This design comes from an exercise in tuning for small area and a short achievable clock period on the open sky130 flow, not from production work. Only simulation tests tie the RTL to the original design; equivalence was not proved. Power is estimated from default activity; no workload was simulated.

## run A
==> flow/design.v (excerpt) <==
module fp_add64 (
    input  wire        clk,
    input  wire        rst,
    input  wire        in_valid,
    input  wire [63:0] a,
    input  wire [63:0] b,
    input  wire        sub,       
    input  wire [2:0]  rm,        
    output reg         out_valid,
    output reg  [63:0] result,
    output reg  [4:0]  flags      
);
clock: 8.0 ns
lec_check: 0
cap_margin: 20
core_margin: 2
core_utilization: 40
setup_slack_margin: 2.5
slew_margin: 20
run.sh (not shown) runs the stock make flow with config.mk's settings and CLKGATE_MAP_FILE= SYNTH_SCRIPT=/design/flow/synth_recipe.tcl, a recipe that flattens the netlist after the stock synthesis.
Run A: done, clean on timing, DRC and antenna
Here is what was changed in the inputs of run B compared with run A.
- ABC_AREA: unset -> 1
- SETUP_SLACK_MARGIN: 2.5 -> 3.0
==> comparison <==
Run A: done, clean on timing, DRC and antenna. Run B | stages: all done | timing, DRC, antenna: all pass. Higher power density normalized to cell area among run A and run B: run B. Run B reports a higher area after synthesis than run A does. Run A ended up with dsh1[1] as its startpoint of the worst setup timing path; run B ended up with dsh1[0]. Portion of total power attributed to the clock network in run B is 1.6 points above run A. Run B against run A: non-clock inverter instance count of the final layout picked up an extra 240%, power consumption rose by 3.3%. Comparing the two runs side by side, run B comes out ahead of run A on wire length of the first global-routing pass. Run A -> run B: core occupancy in the finished layout flat. Combined buffer and inverter count along the critical path (run B over run A): increase, 4. In the reports for run A and run B, the larger aggregate global-route resource usage belongs to run A.
### run B -> run C
- a deleted ABC_AREA that had been 1
- a change of SETUP_SLACK_MARGIN from 3.0 to 1.5
## What came out
- Taking run B as the reference, in run C maximum net fanout on the critical path grew by 49; proportion of layout cells with a drive suffix above 1 grew by 2.7 points.
- Taking run B as the reference, in run C met2 wirelength from detailed routing increased 1900 µm, met1 demand-to-capacity share in global routing went down 0.53 points, number of fill cells in the layout saw a decrease.
- In run C, the number of instances resized during post-cts repair came out 39 below the value in run B.
- When run C is set beside run B, its final critical path time including I/O delays and setup turns out to be 1320 ps larger.
- Average routed wire per standard cell (run C vs. run B) increases by more than a quarter
- In the metrics for run B and run C, the one carrying the lower clock share of power is run C.
- On wire length: between run B and run C, it ends up lower for run B.

fp_add64, a different RTL version from the one above (not shown whole).
Size in the first run: about 4000 cells after synthesis, about 350 flip-flops.
clock: 8.0 ns
lec_check: 0
abc_area: 1
cap_margin: 20
core_margin: 2
core_utilization: 50
setup_slack_margin: 4.0
slew_margin: 20
standard.sh (not shown) runs the stock make flow with config.mk's settings and CLKGATE_MAP_FILE= SYNTH_SCRIPT=/design/flow/synth_recipe.tcl, a recipe that flattens the netlist after the stock synthesis.
==> flow/flow/run.sh <==
#!/bin/bash
# The standard layout (the standard.sh, unchanged synthesis and steps),
# except that the port buffers are plain sky130_fd_sc_hd__buf_2 cells instead
# of the delay cells buffer_ports picks by default. Every input and output
# port still gets its own buffer. The full make output goes to
# standard_flow.log; each ORFS step keeps its own log under orfs/logs/.
set -euo pipefail
bash standard.sh "BUFFER_PORTS_ARGS=-buffer_cell sky130_fd_sc_hd__buf_2" finish > standard_flow.log 2>&1
The starting point completed without violations.
Then changed:
--- a/flow/config.mk
+++ b/flow/config.mk
@@ -9,5 +9,5 @@
 export CAP_MARGIN = 20
 export CORE_MARGIN = 2
-export CORE_UTILIZATION = 50
+export CORE_UTILIZATION = 40
 export SETUP_SLACK_MARGIN = 4.0
 export SLEW_MARGIN = 20
After rerunning:
- The changed run ran to the end with no violations
- total power is higher by 3.9%
- clock power is higher by 18%
- count of clock-buffer cells in the layout is higher by 7
- critical path depth is higher by 10
- routed wire length is lower by 0.75%
- via count is lower by 0.64%
- register-to-register slack barely changes
- die area is higher by 25%
- final cell count is higher by 4.4%

fp_add64, a different RTL version from the one above (not shown whole).
For scale: roughly 210 I/O pins, ~26000 um^2 of cells after synthesis.
export LEC_CHECK = 0
export ABC_AREA = 1
export CAP_MARGIN = 20
export CORE_MARGIN = 2
export CORE_UTILIZATION = 40
export SETUP_SLACK_MARGIN = 3.7
export SLEW_MARGIN = 20
create_clock -name core_clock -period 8.0 [get_ports {clk}]
Scripts as last shown in full above: flow/flow/run.sh
==> next run, changes <==
SETUP_SLACK_MARGIN = 3.5   (was 3.7)
What happened:
- area after synthesis stays the same
- via count came out lower slightly
- worst hold slack degrades by 0.023 ns
- setup slack degrades by 0.14 ns
- design area came out lower slightly
- routed wire length came out lower slightly
==> next run, changes <==
CORE_UTILIZATION = 50   (was 40)
SETUP_SLACK_MARGIN = 3.7   (was 3.5)
Outcome:
- non-clock buffer count grows by 15
- global-route usage grows by 6.4 points
- die area shrinks by 20%
==> next run, changes <==
==> flow/run.sh (new file) <==
#!/bin/bash
# synth_recipe.tcl (not shown) runs the flow's synth.tcl, then flattens the netlist and writes it again
# the make line also repeats each setting of config.mk as NAME=value (left out here)
make -C /OpenROAD-flow-scripts/flow DESIGN_CONFIG=/design/flow/config.mk WORK_HOME=/design/flow/orfs CLKGATE_MAP_FILE= SYNTH_SCRIPT=/design/flow/synth_recipe.tcl finish
CORE_UTILIZATION = 40   (was 50)
SETUP_SLACK_MARGIN = 3.5   (was 3.7)
removed: flow/flow/run.sh
removed: flow/standard.sh
After rerunning: Flip-flop and latch count stays the same; final cell count increases by 3.5%; register-to-register slack gets worse by 0.23 ns; core utilization goes down by 9.9 points; routed wire length rises by about 1.7%; total power went up by 2.2%; design area increases by about 4%; synthesized area is unchanged; setup slack gets worse by 0.30 ns; first-iteration DRC count falls by about 11%.

==> separate check: timing with driven ports <==
In the flow no input, the clock included, has a driving cell. The finished layouts below were timed again as built, in two steps. Step 1: set_driving_cell puts a clkbuf_16 on clk and a buf_2 on each other input, an assumption about the parent block. Step 2 also shifts input and output timing later by t, the mid clock arrival at the registers, as if the neighbouring blocks saw the same clock. a / b / c = ideal / step 1 / step 2; a / b = the first two.
run | t, ns | setup slack, ns | clock arrival spread, ns
run A | 0.627 | 2.688 / 2.688 / 2.242 | 0.037 / 0.038
run B | 0.641 | 3.191 / 3.191 / 2.653 | 0.018 / 0.019
run C | 0.627 | 1.870 / 1.870 / 1.863 | 0.039 / 0.039
the first run of note 2 | 0.617 | 4.016 / 4.053 / 3.436 | 0.029 / 0.029
the second run of note 2 | 0.628 | 4.157 / 4.157 / 3.605 | 0.024 / 0.024
the first run of note 3 | 0.627 | 3.789 / 3.789 / 3.248 | 0.033 / 0.033
the second run of note 3 | 0.639 | 3.653 / 3.696 / 3.057 | 0.029 / 0.029
the third run of note 3 | 0.631 | 3.828 / 3.863 / 3.233 | 0.046 / 0.045
the fourth run of note 3 | 0.637 | 3.526 / 3.566 / 2.928 | 0.043 / 0.043
After both steps every run listed still meets setup and hold. The setup slack of the fourth run of note 3, which loses most, moves by +0.040 ns with the drivers and by -0.598 ns with both steps.
